What follows belongs to an exercise in optimizing a design on an open flow for small area, a short achievable clock period and few clock cycles per item; a production flow would make more cautious choices.
In this exercise RTL edits were held to simulation tests only and were not proved equivalent to the original.
Power is estimated from default activity; no workload was simulated.

==> inputs of trial 29 <==
==> flow/design.v (excerpt) <==
module damask_px (
    input  wire         clk,
    input  wire         rst,         
    input  wire         start,       
    input  wire [47:0]  l16,         
    input  wire [15:0]  seam,        
    input  wire [15:0]  lscale,      
    input  wire [191:0] m,           
    input  wire [47:0]  ug,          
    input  wire [47:0]  uo,          
    input  wire [143:0] c_mat,       
    input  wire [47:0]  ga,          
    input  wire [23:0]  lgo,         
    input  wire [11:0]  cls,         
    input  wire [2:0]   pfl,         
    input  wire         dark,        
    input  wire         lowg_en,
    input  wire         dither_en,
    input  wire [1:0]   pos_u,       
    input  wire [1:0]   pos_v,       
    output reg          lg_rd,       
    output reg  [3:0]   lg_cls,      
    output reg  [5:0]   lg_idx,      
    input  wire [15:0]  lg_data,     
    output reg          done,        
    output wire [47:0]  code,        
    output reg  [2:0]   clip         
);
Settings: LEC_CHECK=0, ABC_AREA=1, CAP_MARGIN=20, CORE_MARGIN=2, CORE_UTILIZATION=40, SLEW_MARGIN=20; clock period 18.0 ns.
standard.sh (not shown) runs the stock make flow with config.mk's settings and CLKGATE_MAP_FILE= SYNTH_SCRIPT=/design/flow/synth_recipe.tcl, a recipe that flattens the netlist after the stock synthesis.
==> flow/flow/run.sh <==
#!/bin/bash
# The standard layout (standard.sh, unchanged synthesis, floorplan,
# placement, CTS and routing), with two settings changed:
#  - ORFS's timing repair aims at a 5 ns critical path: a setup slack margin
#    of 13 ns on the design's 18 ns clock;
#  - every input and output port is buffered with buf_1, the smallest buffer (the default pick
#    is a slow delay buffer).
# The clock and the constraints are the design's.
set -euo pipefail
bash standard.sh SETUP_SLACK_MARGIN=13 "BUFFER_PORTS_ARGS=-buffer_cell sky130_fd_sc_hd__buf_1" finish > layout.log 2>&1
==> inputs of build 30, as changes to trial 29 <==
--- a/flow/design.v
+++ b/flow/design.v
@@ -31,17 +31,17 @@
                      T_X    = 4'd2,      
                      T_D    = 4'd3,      
                      T_E    = 4'd4,      
                      T_H    = 4'd5,      
                      T_Q    = 4'd6,      
                      T_LGO  = 4'd7,      
                      T_L1   = 4'd8,      
                      T_L2   = 4'd9;      
-    localparam [2:0] A_HOLD = 3'd0, A_G = 3'd1, A_XS = 3'd2, A_DS = 3'd3,
+    localparam [2:0] A_NONE = 3'd0, A_G = 3'd1, A_XS = 3'd2, A_DS = 3'd3,
                      A_QN = 3'd4, A_LG = 3'd5;
     localparam [5:0] B_L16 = 6'd1, B_M = 6'd4, B_UG = 6'd13, B_C = 6'd16,
                      B_GA = 6'd25, B_LGO = 6'd28, B_F1 = 6'd31, B_F = 6'd32;
     localparam [20:0] QMAX = 21'd1048560;
     reg        run;
     reg [5:0]  cyc;          
     reg [3:0]  p_typ, t1_typ, t2_typ;
     reg [1:0]  p_i, t1_i, t2_i;
@@ -94,18 +94,18 @@
             2'd1:    ordk = o1;
             default: ordk = o2;
         endcase
     endfunction
     function [18:0] mainop;
         input [5:0] c;
         case (c)
             6'd3: mainop = 19'h10101;    
-            6'd4: mainop = 19'h12002;    
-            6'd5: mainop = 19'h14003;    
+            6'd4: mainop = 19'h12302;    
+            6'd5: mainop = 19'h14303;    
             6'd6: mainop = 19'h18204;    
             6'd7: mainop = 19'h19245;    
             6'd8: mainop = 19'h19a86;    
             6'd9: mainop = 19'h1a207;    
             6'd10: mainop = 19'h1b248;    
             6'd11: mainop = 19'h1ba89;    
             6'd12: mainop = 19'h1c20a;    
             6'd13: mainop = 19'h1d24b;    
@@ -146,20 +146,20 @@
             3'b110: begin e_ord0 = 2'd1; e_ord1 = 2'd2; e_n = 2'd2; end
             3'b111: begin e_ord0 = 2'd0; e_ord1 = 2'd1; e_n = 2'd3; end
             default: ;
         endcase
     end
     wire [5:0]  rn      = lc + 6'd1;
     wire        rn_v    = (rn < {3'd0, nlg, 1'b0});
     wire [1:0]  rn_lamp = ordk(rn[2:1], ord0, ord1, ord2);
-    wire [20:0] xq_e    = sel3(e_ord0, xr0, xr1, xr2);
-    wire [3:0]  tq_e    = (e_ord0 == 2'd0) ? tq0 : ((e_ord0 == 2'd1) ? tq1 : tq2);
-    wire [13:0] xq_e_q  = xq_e[13:0] - {10'd0, tq_e};      
-    wire [20:0] xq_rn   = sel3(rn_lamp, xr0, xr1, xr2);
+    wire [1:0]  rd_lamp = eval ? e_ord0 : rn_lamp;
+    wire [20:0] xq_rd   = sel3(rd_lamp, xr0, xr1, xr2);
+    wire [3:0]  tq_rd   = (rd_lamp == 2'd0) ? tq0 : ((rd_lamp == 2'd1) ? tq1 : tq2);
+    wire [13:0] q_rd    = xq_rd[13:0] - {10'd0, tq_rd};
     wire [5:0]  ln      = lc + 6'd1;
     wire [1:0]  lk      = ln[0] ? ln[2:1] : (ln[2:1] - 2'd1);
     wire        lk_v    = (ln != 6'd0) && (ln < {3'd0, nlg, 1'b0} + 6'd1);
     wire [1:0]  lk_lamp = ordk(lk, ord0, ord1, ord2);
     wire [18:0] lgop    = !lk_v ? 19'd0 :
                           {(ln[0] ? T_L1 : T_L2), lk_lamp, !ln[0], 1'b0,
                            A_LG, lk_lamp, (ln[0] ? B_F1 : B_F)};
     wire [18:0] p_nx = in_lg ? lgop :
@@ -757,17 +757,17 @@
     reg [1:0]  smode;        
     always @(*) begin
         smode = 2'd0;
         case (t2_typ)
             T_X:     begin v = {{5{s[37]}}, s[37:14]}; smode = 2'd2; end
             T_D,
             T_H:     v = {{4{s[37]}}, s[37:13]};
             T_Q:     begin v = {{5{s[37]}}, s[37:14]}; smode = 2'd1; end
-            T_LGO:   v = {{5{s[37]}}, s[37:14]};
+            T_LGO:   v = {{13{s[37]}}, s[37:22]};       
             T_L2:    begin v = {{4{s[37]}}, s[37:13]}; smode = 2'd1; end
             default: v = {{6{s[37]}}, s[37:15]};         
         endcase
     end
     reg  [3:0] t2_t;
     reg        t2_off;
     always @(*) begin
         case (t2_i)
@@ -797,75 +797,93 @@
                          ((u[26:14] == 13'd1) && (u[13:4] == 10'd0) && (u[3:0] < t2_t));
     wire        q_clip = !u_neg && ((u[26:20] != 7'd0) ||
                                     ((u[19:4] == 16'hFFFF) && (u[3:0] >= t2_t)));
     wire        r_need = lowg_r && q_pos && q_lt;
     wire [20:0] xw     = (t2_typ == T_Q && r_need) ? {1'b0, u[19:0]} : r;
     wire [20:0] xsel = sel3(p_ai, xr0, xr1, xr2);
     wire [20:0] dsel = sel3(p_ai, dr0, dr1, dr2);
     wire [3:0]  tsel = (p_ai == 2'd0) ? tq0 : ((p_ai == 2'd1) ? tq1 : tq2);
+    wire [8:0]  f_sel = xsel[8:0] - {5'd0, tsel};           
     reg  [20:0] a_nx;
     always @(*) begin
         if (!run) a_nx = {5'd0, seam};
         else case (p_as)
             A_G:     a_nx = r;
             A_XS:    a_nx = xsel;
             A_DS:    a_nx = dsel;
-            A_QN:    a_nx = {7'd1, 10'd0, tsel} - {1'b0, xsel[19:0]};
+            A_QN:    a_nx = {6'd0, {1'b1, 10'd0, tsel} - xsel[14:0]};    
             A_LG:    a_nx = {5'd0, lg_data};
-            default: a_nx = aop;
+            default: a_nx = xsel;
         endcase
     end
-    integer bk;
     reg [16:0] b_nx;
     always @(*) begin
-        b_nx = {1'b0, lscale};
-        if (run) begin
-            b_nx = 17'd0;
-            for (bk = 0; bk < 3; bk = bk + 1) begin
-                if (p_bs == B_L16 + bk) b_nx = {1'b0, l16[16*bk +: 16]};
-                if (p_bs == B_UG + bk)  b_nx = {1'b0, ug[16*bk +: 16]};
-                if (p_bs == B_GA + bk)  b_nx = {1'b0, ga[16*bk +: 16]};
-                if (p_bs == B_LGO + bk) b_nx = {{9{lgo[8*bk+7]}}, lgo[8*bk +: 8]};
-            end
-            for (bk = 0; bk < 9; bk = bk + 1) begin
-                if (p_bs == B_M + bk)
-                    b_nx = {m[16*(4*(bk/3)+(bk%3))+15], m[16*(4*(bk/3)+(bk%3)) +: 16]};
-                if (p_bs == B_C + bk)
-                    b_nx = {c_mat[16*bk+15], c_mat[16*bk +: 16]};
-            end
-            if (p_bs == B_F1) b_nx = {7'd0, 10'd512 - {1'b0, xsel[8:0]}};
-            if (p_bs == B_F)  b_nx = {8'd0, xsel[8:0]};
-        end
+        if (!run) b_nx = {1'b0, lscale};
+        else case (p_bs)
+            6'd1: b_nx = {1'b0, l16[15:0]};                    
+            6'd2: b_nx = {1'b0, l16[31:16]};                   
+            6'd3: b_nx = {1'b0, l16[47:32]};                   
+            6'd4: b_nx = {m[15], m[15:0]};                     
+            6'd5: b_nx = {m[31], m[31:16]};                    
+            6'd6: b_nx = {m[47], m[47:32]};                    
+            6'd7: b_nx = {m[79], m[79:64]};                    
+            6'd8: b_nx = {m[95], m[95:80]};                    
+            6'd9: b_nx = {m[111], m[111:96]};                  
+            6'd10: b_nx = {m[143], m[143:128]};                
+            6'd11: b_nx = {m[159], m[159:144]};                
+            6'd12: b_nx = {m[175], m[175:160]};                
+            6'd13: b_nx = {1'b0, ug[15:0]};                    
+            6'd14: b_nx = {1'b0, ug[31:16]};                   
+            6'd15: b_nx = {1'b0, ug[47:32]};                   
+            6'd16: b_nx = {c_mat[15], c_mat[15:0]};            
+            6'd17: b_nx = {c_mat[31], c_mat[31:16]};           
+            6'd18: b_nx = {c_mat[47], c_mat[47:32]};           
+            6'd19: b_nx = {c_mat[63], c_mat[63:48]};           
+            6'd20: b_nx = {c_mat[79], c_mat[79:64]};           
+            6'd21: b_nx = {c_mat[95], c_mat[95:80]};           
+            6'd22: b_nx = {c_mat[111], c_mat[111:96]};         
+            6'd23: b_nx = {c_mat[127], c_mat[127:112]};        
+            6'd24: b_nx = {c_mat[143], c_mat[143:128]};        
+            6'd25: b_nx = {1'b0, ga[15:0]};                    
+            6'd26: b_nx = {1'b0, ga[31:16]};                   
+            6'd27: b_nx = {1'b0, ga[47:32]};                   
+            6'd28: b_nx = {lgo[7], lgo[7:0], 8'd0};             
+            6'd29: b_nx = {lgo[15], lgo[15:8], 8'd0};           
+            6'd30: b_nx = {lgo[23], lgo[23:16], 8'd0};          
+            6'd31: b_nx = {7'd0, 10'd512 - {1'b0, f_sel}};     
+            6'd32: b_nx = {8'd0, f_sel};                       
+            default: b_nx = 17'd0;
+        endcase
     end
     reg  [37:0] acc_nx;
     wire [15:0] m3_1 = m[16*(4*t1_i+3) +: 16];
     wire [15:0] uo_1 = uo[16*t1_i +: 16];
     wire [20:0] dr_1 = sel3(t1_i, dr0, dr1, dr2);
     wire [3:0]  tq_1 = (t1_i == 2'd0) ? tq0 : ((t1_i == 2'd1) ? tq1 : tq2);
     always @(*) begin
-        acc_nx = acc;
+        acc_nx = s;              
         if (t1_cont)
             acc_nx = s;
         else case (t1_typ)
             T_G:   acc_nx = 38'd16384;
             T_X:   acc_nx = 38'd8192;
             T_D:   acc_nx = {{6{m3_1[15]}}, m3_1, 16'h1000};
             T_E:   acc_nx = {{7{uo_1[15]}}, uo_1, 15'h4000};
             T_H:   acc_nx = 38'd4096;
             T_Q:   acc_nx = {24'd0, tq_1, 10'h200};
-            T_LGO: acc_nx = {20'd0, tq_1, 14'h2000};
-            T_L1:  acc_nx = {{8{dr_1[20]}}, dr_1, 9'h100};
+            T_LGO: acc_nx = {12'd0, tq_1, 22'h200000};
+            T_L1:  acc_nx = {{19{dr_1[9]}}, dr_1[9:0], 9'h100};
             default: ;
         endcase
     end
     wire wr_x = (t2_typ == T_X) || (t2_typ == T_H && t2_last) ||
                 (t2_typ == T_Q) || (t2_typ == T_L2);
     wire wr_d = (t2_typ == T_D && t2_last) || (t2_typ == T_E) ||
-                (t2_typ == T_LGO);
+                (t2_typ == T_LGO) || (t2_typ == T_G);
     always @(posedge clk) begin
         aop  <= a_nx;
         bop  <= b_nx;
         cs_s <= mul_s;
         cs_c <= mul_c;
         acc  <= acc_nx;
         if (!run && start) begin
             tq0    <= dither_en ? dither_t(pos_v,        pos_u)        : 4'd8;
@@ -887,35 +905,32 @@
         if (t2_typ == T_Q) case (t2_i)
             2'd0:    begin clip[0] <= q_clip; need[0] <= r_need; end
             2'd1:    begin clip[1] <= q_clip; need[1] <= r_need; end
             default: begin clip[2] <= q_clip; need[2] <= r_need; end
         endcase
         if (eval) begin
             ord0 <= e_ord0; ord1 <= e_ord1; ord2 <= e_ord2;
             nlg  <= e_n;
-            if (need[0]) xr0 <= {1'b0, xr0[19:0] - {16'd0, tq0}};
-            if (need[1]) xr1 <= {1'b0, xr1[19:0] - {16'd0, tq1}};
-            if (need[2]) xr2 <= {1'b0, xr2[19:0] - {16'd0, tq2}};
         end
     end
     wire fin30 = run && (cyc == 6'd30) && !need[0] && !need[1] && !r_need;
     always @(posedge clk) begin
         if (rst) begin
             run     <= 1'b0;
             cyc     <= 6'd0;
             done    <= 1'b0;
             lg_rd   <= 1'b0;
             lg_cls  <= 4'd0;
             lg_idx  <= 6'd0;
             p_typ   <= T_NONE;
             p_i     <= 2'd0;
             p_cont  <= 1'b0;
             p_last  <= 1'b0;
-            p_as    <= A_HOLD;
+            p_as    <= A_NONE;
             p_ai    <= 2'd0;
             p_bs    <= 6'd0;
             t1_typ  <= T_NONE;
             t1_i    <= 2'd0;
             t1_cont <= 1'b0;
             t1_last <= 1'b0;
             t2_typ  <= T_NONE;
             t2_i    <= 2'd0;
@@ -947,23 +962,23 @@
                 cyc <= cyc + 6'd1;
                 if (fin30) begin
                     done <= 1'b1;
                     run  <= 1'b0;
                 end
                 if (eval) begin
                     lg_rd  <= 1'b1;
                     lg_cls <= cls[4*e_ord0 +: 4];
-                    lg_idx <= {1'b0, xq_e_q[13:9]};
+                    lg_idx <= {1'b0, q_rd[13:9]};
                 end
                 if (in_lg) begin
                     if (rn_v) begin
                         lg_rd  <= 1'b1;
                         lg_cls <= cls[4*rn_lamp +: 4];
-                        lg_idx <= {1'b0, xq_rn[13:9]} + {5'd0, rn[0]};
+                        lg_idx <= {1'b0, q_rd[13:9]} + {5'd0, rn[0]};
                     end
                     if (lc == {3'd0, nlg, 1'b0} + 6'd2) begin
                         done <= 1'b1;
                         run  <= 1'b0;
                     end
                 end
             end
         end
==> flow/run.sh (new file) <==
#!/bin/bash
# synth_recipe.tcl (not shown) runs the flow's synth.tcl, then flattens the netlist and writes it again
# the make line also repeats each setting of config.mk as NAME=value (left out here)
make -C /OpenROAD-flow-scripts/flow DESIGN_CONFIG=/design/flow/config.mk WORK_HOME=/design/flow/orfs CLKGATE_MAP_FILE= SYNTH_SCRIPT=/design/flow/synth_recipe.tcl finish
CTS_BUF_LIST = sky130_fd_sc_hd__clkbuf_8   (was not set)
removed: flow/flow/run.sh
removed: flow/standard.sh
==> inputs of trial 20, as changes to trial 29 <==
ABC_AREA = not set   (was 1)
==> inputs of build 62, as changes to trial 29 <==
CORE_UTILIZATION = 55   (was 40)
CTS_BUF_LIST = sky130_fd_sc_hd__clkbuf_8   (was not set)
==> run summary <==
Setup path:
- Counting buffers and inverters, the worst setup path is 17 cells deep.
- The worst path buffer plus inverter count is 3.

Global routing:
- The overall track demand over capacity in global routing is 38.63%.

Worst hold path:
- The worst hold path begins at p_i[1]$_SDFF_PP0_.

Synth:
- The netlist uses 70 different library cells.

Timing:
- Hold timing on the final database bottoms out at a slack of 0.4055 ns.

Pwr:
- The clock network consumes a total of 820 µW.

Status:
- The run finished with no timing, DRC or antenna violations.

Drt:
- Before antenna repair, the detailed router went through 6 iterations.
The numbers above come from build 30.

==> run summary <==
Final layout:
- Compared with the post-synthesis result, the final layout area differs by 15.71%.

Worst hold path:
- In this run the most critical hold path is launched from p_i[0]$_SDFF_PP0_.

Drt:
- The number of antenna-violating nets in the routed design is 0.
- Before antenna repair, the detailed router went through 11 iterations.
- For this block, wires on met1 add up to 60.09 mm.

Synth:
- The number of different library cells in the post-synthesis netlist is 74.
- The number of flops mapped to enable cells by yosys is 143.

Clock network:
- The number of resized instances in the post-cts repair step is 91.

Timing:
- The tightest hold margin is 0.4079 ns.
- The final critical delay including setup and external delays is 5.128 ns.

Setup path:
- The top cell family by delay on the critical path is simple AND/OR/NAND/NOR gates.
- The reg-to-reg critical path startpoint is bop[11]$_DFF_P_.
- The worst path buffer plus inverter count is 1.

Global routing:
- The overall track demand over capacity in global routing is 55.01%.

Pwr:
- The power attributed to the clock group is 829 µW.

Status:
- The flow ran to the end and the layout has no timing, DRC or antenna violations.
The numbers above come from build 62.

==> run summary <==
Status:
- The flow ran to the end and the layout has no timing, DRC or antenna violations.

Worst hold path:
- For hold timing, the worst endpoint is t1_typ[2]$_SDFF_PP0_.

Setup path:
- The number of buffers and inverters on the critical path is 3.
- For this run, the slowest stage of the critical path takes 0.22 ns.
- The critical path runs through a total of 19 cells.

Pwr:
- For this design the total switching power over the nets is 5530 µW.
- Summed over the clock group, the power is 947 µW.

Die:
- The die width is 298.5 µm.

Global routing:
- The overall track demand over capacity in global routing is 42.34%.

Drt:
- The pre-antenna-repair detailed-routing pass consisted of 6 iterations.

Synth:
- In this run, distinct cell masters in the synthesized netlist total 74.

Final layout:
- After the flow finishes, the layout carries non-filler instances totaling 6801.
The numbers above come from trial 29.

==> run summary <==
Status:
- The run finished with no timing, DRC or antenna violations.

Final layout:
- The synthesis-to-layout area growth is 18.13%.

Setup path:
- The worst path buffer plus inverter count is 1.
- The critical path runs through a total of 7 cells.
- The category of the most critical setup path is input port to flip-flop.

Timing:
- For the pin with the worst max-slew slack, the measured transition is 1.037 ns.
- The timing-limited maximum frequency is 194.5 MHz.
- Hold timing on the final database bottoms out at a slack of 0.4239 ns.

Synth:
- The number of different library cells in the post-synthesis netlist is 105.

Global routing:
- The overall track demand over capacity in global routing is 42.04%.

Drt:
- The pre-antenna-repair detailed-routing pass consisted of 7 iterations.

Worst hold path:
- The startpoint of the worst hold path is p_last$_SDFF_PP0_.

Placement:
- Port buffering added 687 buffers.
The numbers above come from trial 20.

Testbench counts of trial 29, summed over its fixed seeds: cycles 315,254, pixels 9,600.
Testbench counts of build 30, summed over its fixed seeds: cycles 315,254, pixels 9,600.
Testbench counts of trial 20, summed over its fixed seeds: cycles 315,254, pixels 9,600.
Testbench counts of build 62, summed over its fixed seeds: cycles 315,254, pixels 9,600.

## port drivers added, routing unchanged
No port has a modelled driver above. Below, the same layouts with a new extraction and two added sets of constraints.
Step 1, drivers: a clkbuf_16 drives clk and a buf_2 each remaining input, both assumed.
Step 2, shift: input delay + t, output delay - t, t = (earliest + latest rising clock arrival at the registers) / 2. This alone moves slack from input paths to output paths.
Three values: ideal, step 1, step 2; two values: the first two.
run | shift t [ns] | setup WS [ns] | worst setup path at the end
trial 29 | 0.671 | 12.735 / 12.727 / 12.056 | input to register
build 30 | 0.744 | 12.293 / 12.293 / 12.049 | input to register
trial 20 | 0.659 | 12.859 / 12.893 / 12.233 | input to register
build 62 | 0.800 | 12.872 / 12.911 / 12.111 | input to register
After both steps every run listed still meets setup and hold. The setup slack of build 62, which loses most, moves by +0.039 ns with the drivers and by -0.761 ns with both steps.
